Source: an optimization exercise on an open RTL-to-GDS flow (aim: small area and a short achievable clock period). Production flows keep margins and buffers that such runs may drop. The RTL was checked by simulation tests, not by an equivalence proof against the original design. Power figures rest on the tool's default switching activity, not on a simulated workload.

Setup of build 39:
==> flow/design.v (excerpt) <==
module wa_readout (
    input  wire         clk,
    input  wire         rst_n,
    input  wire         in_valid,
    input  wire [191:0] in_value,      
    input  wire [31:0]  in_wrap,       
    input  wire [4:0]   in_flags,      
    input  wire [3:0]   in_fmt,        
    input  wire [7:0]   in_shift,      
    input  wire         in_sr,         
    input  wire [23:0]  in_rand,       
    input  wire         in_ovf_inf,    
    output reg          out_valid,
    output reg  [31:0]  out_code,      
    output reg  [2:0]   out_fstat      
);
    wire c_nan  = in_flags[0] | (in_flags[1] & in_flags[2]);
    wire c_inf  = in_flags[1] | in_flags[2];
    wire c_sat  = c_inf | (|in_wrap);
    wire c_sneg = c_inf ? ~in_flags[1] : in_wrap[31];
    reg         a_valid;
    reg [191:0] a_v;
    reg [7:0]   a_shift;
    reg [2:0]   a_fmt;       
    reg         a_sr;
    reg [23:0]  a_rand;      
    reg         a_ovf_inf;
    reg         a_nan, a_sat, a_sneg, a_inx;
    always @(posedge clk) begin
        if (!rst_n)
            a_valid <= 1'b0;
        else
            a_valid <= in_valid;
        a_v       <= in_value;
        a_shift   <= in_shift;
        a_fmt     <= in_fmt[2:0];
        a_sr      <= in_sr;
        a_rand    <= in_rand ^ {24{~in_value[191]}};
        a_ovf_inf <= in_ovf_inf;
        a_nan     <= c_nan;
        a_sat     <= c_sat;
        a_sneg    <= c_sneg;
        a_inx     <= in_flags[4];
    end
    wire        s = a_v[191];
    wire        w_any;
    wire [7:0]  w_lead;
    wa_readout_lzd u_lzd (
        .x    (a_v[191:1] ^ a_v[190:0]),
        .any  (w_any),
        .lead (w_lead)
    );
    wire [7:0] w_rsh, w_rshn;
    wire [7:0] e_field;
  ...
==> flow/config.mk <==
export PLATFORM = sky130hd
export DESIGN_NAME = wa_readout
export DESIGN_NICKNAME = wa_readout
export VERILOG_FILES = /design/flow/design.v
export SDC_FILE = /design/flow/constraint.sdc
export NUM_CORES = 8
export LEC_CHECK = 0
export CAP_MARGIN = 20
export CORE_MARGIN = 2
export CORE_UTILIZATION = 55
export PLACE_DENSITY = 0.7
export SLEW_MARGIN = 20
export SYNTH_HIERARCHICAL = 1
==> flow/constraint.sdc <==
create_clock -name core_clock -period 28.0 [get_ports {clk}]
set_input_delay 5.6000 -clock core_clock [delete_from_list [all_inputs] [get_ports {clk}]]
set_output_delay 5.6000 -clock core_clock [all_outputs]
set_load 0.01 [all_outputs]
standard.sh (not shown) runs the stock make flow with config.mk's settings and CLKGATE_MAP_FILE= SYNTH_SCRIPT=/design/flow/synth_recipe.tcl, a recipe that flattens the netlist after the stock synthesis.
==> flow/flow/run.sh <==
#!/bin/bash
# Layout flow: the standard flow with
#  - synthesis as the standard flow's, but ABC mapping for area only (flow/synth.tcl);
#  - single-drive buffers on the ports;
#  - a clock tree of fewer, larger sink clusters without dummy loads.
set -euo pipefail
export WA_FLOW_DIR="$PWD/flow"
bash standard.sh \
    "SYNTH_SCRIPT=$PWD/flow/synth.tcl" \
    SETUP_SLACK_MARGIN=21.3 \
    "BUFFER_PORTS_ARGS=-buffer_cell sky130_fd_sc_hd__buf_1" \
    "CTS_ARGS=-sink_clustering_enable -repair_clock_nets -dont_use_dummy_load -sink_clustering_size 25 -sink_clustering_max_diameter 150 -buf_list {sky130_fd_sc_hd__clkbuf_8 sky130_fd_sc_hd__clkbuf_16}" \
    finish > standard.log 2>&1
==> flow/flow/abc_area_min.script <==
&get -n
&st
&dch
&nf -a
&put
topo
==> flow/flow/synth.tcl <==
# The standard synthesis (synth_recipe.tcl), with one change: ABC maps for
# least area and leaves buffering and sizing to OpenROAD's repair steps.
proc synth {args} { yosys synth -nofsm -noshare {*}$args }
proc abc {args} {
  set i [lsearch $args -script]
  if {$i >= 0} { lset args [expr {$i + 1}] $::env(WA_FLOW_DIR)/abc_area_min.script }
  yosys abc {*}$args
}
source $::env(SCRIPTS_DIR)/synth.tcl
# left out here: clear keep_hierarchy, flatten, clean up, hide names made inside functions, write 1_2_yosys.v
Build 39 completed every stage of the flow, and the final layout passed the timing, DRC and antenna checks.
Modified inputs, build 80 compared to build 39
- a change of CORE_UTILIZATION from 55 to 40
- a deleted PLACE_DENSITY that had been 0.7
Findings:
- Build 80 went all the way through the flow, and no timing, DRC or antenna check failed.
- As of build 80, largest net degree at the start of global routing had risen by a little under 10% compared to build 39.
- In terms of flop and latch count out of synthesis, build 80 and build 39 differ only marginally.
- Comparing build 39 and build 80, the lower sequential cell area share is on build 80.
- Summary: final area, build 80 worse than build 39
- Of the two values seen for critical setup path kind, reg -> out was produced by build 80 and reg -> reg by build 39.
> inputs changed (build 80 -> build 74)
- CORE_UTILIZATION changed from 40 to 45
--- a/flow/flow/run.sh
+++ b/flow/flow/run.sh
@@ -10 +10 @@
-    SETUP_SLACK_MARGIN=21.3 \
+    SETUP_SLACK_MARGIN=21.2 \
Results
Build 80 → build 74: highest clock rate down 0.84%; hold slack flat; final critical-path setup slack down 0.056 ns; post-layout minimum cycle time up 0.056 ns; multi-input combinational area share down 0.19 points.
The combinational share of power reported for build 74 is greater than that of build 80 by 0.6 points.
Between build 80 and build 74, routed length per instance increased.
Changes observed in build 74 relative to build 80: filler-free cell count of the finished design moved down; post-placement cell count fell by 79; share of total power in the clock network -0.2 points.
Build 74: area growth from synthesis to final layout lower than build 80
Input-level comparison between build 36 and build 74:
--- a/flow/flow/run.sh
+++ b/flow/flow/run.sh
@@ -10 +10 @@
-    SETUP_SLACK_MARGIN=21.2 \
+    SETUP_SLACK_MARGIN=21.4 \
Notes after the runs:
Diff build 74 -> build 36: total of fill cells in the finished design picked up an extra 21, total area of sequential cells neither gained nor lost much, shortest clock period the worst path allows after layout lost 0.079 ns, sequential share of layout area lost 0.32 points, buffer and inverter count on the worst path lost 4.
Relative to build 36, the following input files were edited for build 46:
--- a/flow/flow/run.sh
+++ b/flow/flow/run.sh
@@ -10 +10 @@
-    SETUP_SLACK_MARGIN=21.4 \
+    SETUP_SLACK_MARGIN=21.3 \
==> flow/flow/abc_area_min.script <==
&get -n
&st
&dch
&nf -a
&st
&dch
&nf
&put
topo
==> notes.md <==
- Between build 36 and build 46, the flow reports tap cell count decreasing slightly.
- Compared with build 36, in build 46 part of the cycle the worst path needs now sits higher; clock network fraction of design power +0.8 points; clock buffer and inverter area fraction after layout level; routed wire length now sits lower.
- For build 36, the endpoint of the worst setup timing path was out_code[25], unlike build 46, where it was out_code[11].
Changes in build 10 relative to build 46:
==> flow/flow/abc_area_min.script <==
&get -n
&st
&dch
&nf -a
&put
topo
--- outcome ---
Comparing the two runs side by side, build 10 comes out behind build 46 on highest ir drop seen on vdd. Of the two values seen for kind of critical path, reg -> reg was produced by build 10 and reg -> out by build 46. Of build 10 and build 46, the run reporting the lower unique cell type count in the Yosys netlist was build 46. Of build 10 and build 46, build 46 shows the higher met2 track demand over resource in global routing, with build 10 below it. Build 10 vs. build 46: share of the clock period used by the worst path flat; final wirelength saw an increase. For hold slack, build 46 and build 10 come out practically identical. In the metrics for build 10 and build 46, the one carrying the lower non-clock buffer count is build 10. Build 10 against build 46: power now sits higher, combinational group share of total power now sits higher.

Starting RTL as in the previous note.
// wa_readout
module wa_readout (
    input  wire         clk,
    input  wire         rst_n,
    input  wire         in_valid,
    input  wire [191:0] in_value,      
    input  wire [31:0]  in_wrap,       
    input  wire [4:0]   in_flags,      
    input  wire [3:0]   in_fmt,        
    input  wire [7:0]   in_shift,      
    input  wire         in_sr,         
    input  wire [23:0]  in_rand,       
    input  wire         in_ovf_inf,    
    output reg          out_valid,
    output reg  [31:0]  out_code,      
    output reg  [2:0]   out_fstat      
);
    wire c_nan  = in_flags[0] | (in_flags[1] & in_flags[2]);
    wire c_inf  = in_flags[1] | in_flags[2];
    wire c_sat  = c_inf | (|in_wrap);
    wire c_sneg = c_inf ? ~in_flags[1] : in_wrap[31];
    reg         a_valid;
    reg [191:0] a_v;
    reg [7:0]   a_shift;
    reg [2:0]   a_fmt;       
    reg         a_sr;
    reg [23:0]  a_rand;      
    reg         a_ovf_inf;
    reg         a_nan, a_sat, a_sneg, a_inx;
    always @(posedge clk) begin
        if (!rst_n)
            a_valid <= 1'b0;
        else
            a_valid <= in_valid;
        a_v       <= in_value;
        a_shift   <= in_shift;
        a_fmt     <= in_fmt[2:0];
        a_sr      <= in_sr;
        a_rand    <= in_rand ^ {24{~in_value[191]}};
        a_ovf_inf <= in_ovf_inf;
        a_nan     <= c_nan;
        a_sat     <= c_sat;
        a_sneg    <= c_sneg;
        a_inx     <= in_flags[4];
    end
    wire        s = a_v[191];
    wire        w_any;
    wire [7:0]  w_lead;
    wa_readout_lzd u_lzd (
        .x    (a_v[191:1] ^ a_v[190:0]),
        .any  (w_any),
        .lead (w_lead)
  ...
clock: 28.0 ns
lec_check: 0
cap_margin: 20
core_margin: 2
core_utilization: 45
slew_margin: 20
synth_hierarchical: 1
tns_end_percent: 0
==> flow/flow/run.sh <==
#!/bin/bash
# Layout flow: the standard flow with
#  - synthesis as the standard flow's, but ABC mapping for area only (flow/synth.tcl);
#  - single-drive buffers on the ports;
#  - a clock tree of fewer, larger sink clusters without dummy loads.
set -euo pipefail
export WA_FLOW_DIR="$PWD/flow"
bash standard.sh \
    "SYNTH_SCRIPT=$PWD/flow/synth.tcl" \
    SETUP_SLACK_MARGIN=21.3 \
    "BUFFER_PORTS_ARGS=-buffer_cell sky130_fd_sc_hd__buf_1" \
    "CTS_ARGS=-sink_clustering_enable -repair_clock_nets -dont_use_dummy_load -sink_clustering_size 25 -sink_clustering_max_diameter 150 -buf_list {sky130_fd_sc_hd__clkbuf_8 sky130_fd_sc_hd__clkbuf_16}" \
    finish > standard.log 2>&1
==> flow/flow/abc_area_min.script <==
&get -n
&st
&dch
&nf -a
&put
topo
Scripts as last shown in full above: flow/flow/synth.tcl
Edit:
==> flow/flow/abc_area_min.script (replaced) <==
&get -n
&st
&dch -f
&nf -a -R 1000
&put
topo
TNS_END_PERCENT = default   (was 0)
Outcome: Power went up by 6.4%; global-route usage went up by 1.2 points; synthesized cell count went down by 2.7%; clock skew went down by 0.012 ns; worst setup slack loses 0.051 ns; critical path depth went up by 3; register-to-register slack loses 0.05 ns; core utilization went up by 6.2 points.
Edit:
==> flow/flow/abc_area_min.script (replaced) <==
&get -n
&st
&dch
&nf
&put
topo
=>
- The changed run finished clean
- wire length came out lower by a few percent
- setup slack gains 0.079 ns
- clock power is about the same
- final area came out lower by a little under a tenth
- sequential share of layout area came out higher by 2.5 points
- combinational power came out lower by roughly a tenth
- fmax came out higher slightly
- power came out lower by a little under a tenth

## static timing again, ports no longer ideal
The flow's constraints put no driver on any port. The routed layouts listed below were extracted and timed again, unchanged, in two steps. Step 1: set_driving_cell puts a clkbuf_16 on clk and a buf_2 on each other input, an assumption about the parent block. Step 2, shift: input delay + t, output delay - t, t = (earliest + latest rising clock arrival at the registers) / 2. This alone moves slack from input paths to output paths. a / b / c = no drivers / after step 1 / after step 2; a / b = the first two.
run | t (ns) | setup slack, ns | slew at the worst register clock pin (ns) | worst data-port slew with drivers (ns)
build 39 | 0.581 | 21.368 / 21.309 / 21.278 | 0.11 / 0.11 | 0.06
build 80 | 0.607 | 21.389 / 21.332 / 21.263 | 0.11 / 0.11 | 0.05
build 74 | 0.593 | 21.333 / 21.317 / 21.317 | 0.11 / 0.11 | 0.05
build 36 | 0.607 | 21.412 / 21.352 / 21.276 | 0.11 / 0.11 | 0.05
build 46 | 0.614 | 21.370 / 21.306 / 21.413 | 0.11 / 0.11 | 0.05
build 10 | 0.594 | 21.367 / 21.319 / 21.317 | 0.11 / 0.11 | 0.05
the first run of note 2 | 0.604 | 21.339 / 21.318 / 21.254 | 0.11 / 0.11 | 0.05
the second run of note 2 | 0.605 | 21.288 / 21.288 / 21.288 | 0.10 / 0.10 | 0.04
the third run of note 2 | 0.594 | 21.367 / 21.319 / 21.317 | 0.11 / 0.11 | 0.05
After both steps every run listed still meets setup and hold. The setup slack of build 36, which loses most, moves by -0.060 ns with the drivers and by -0.136 ns with both steps.
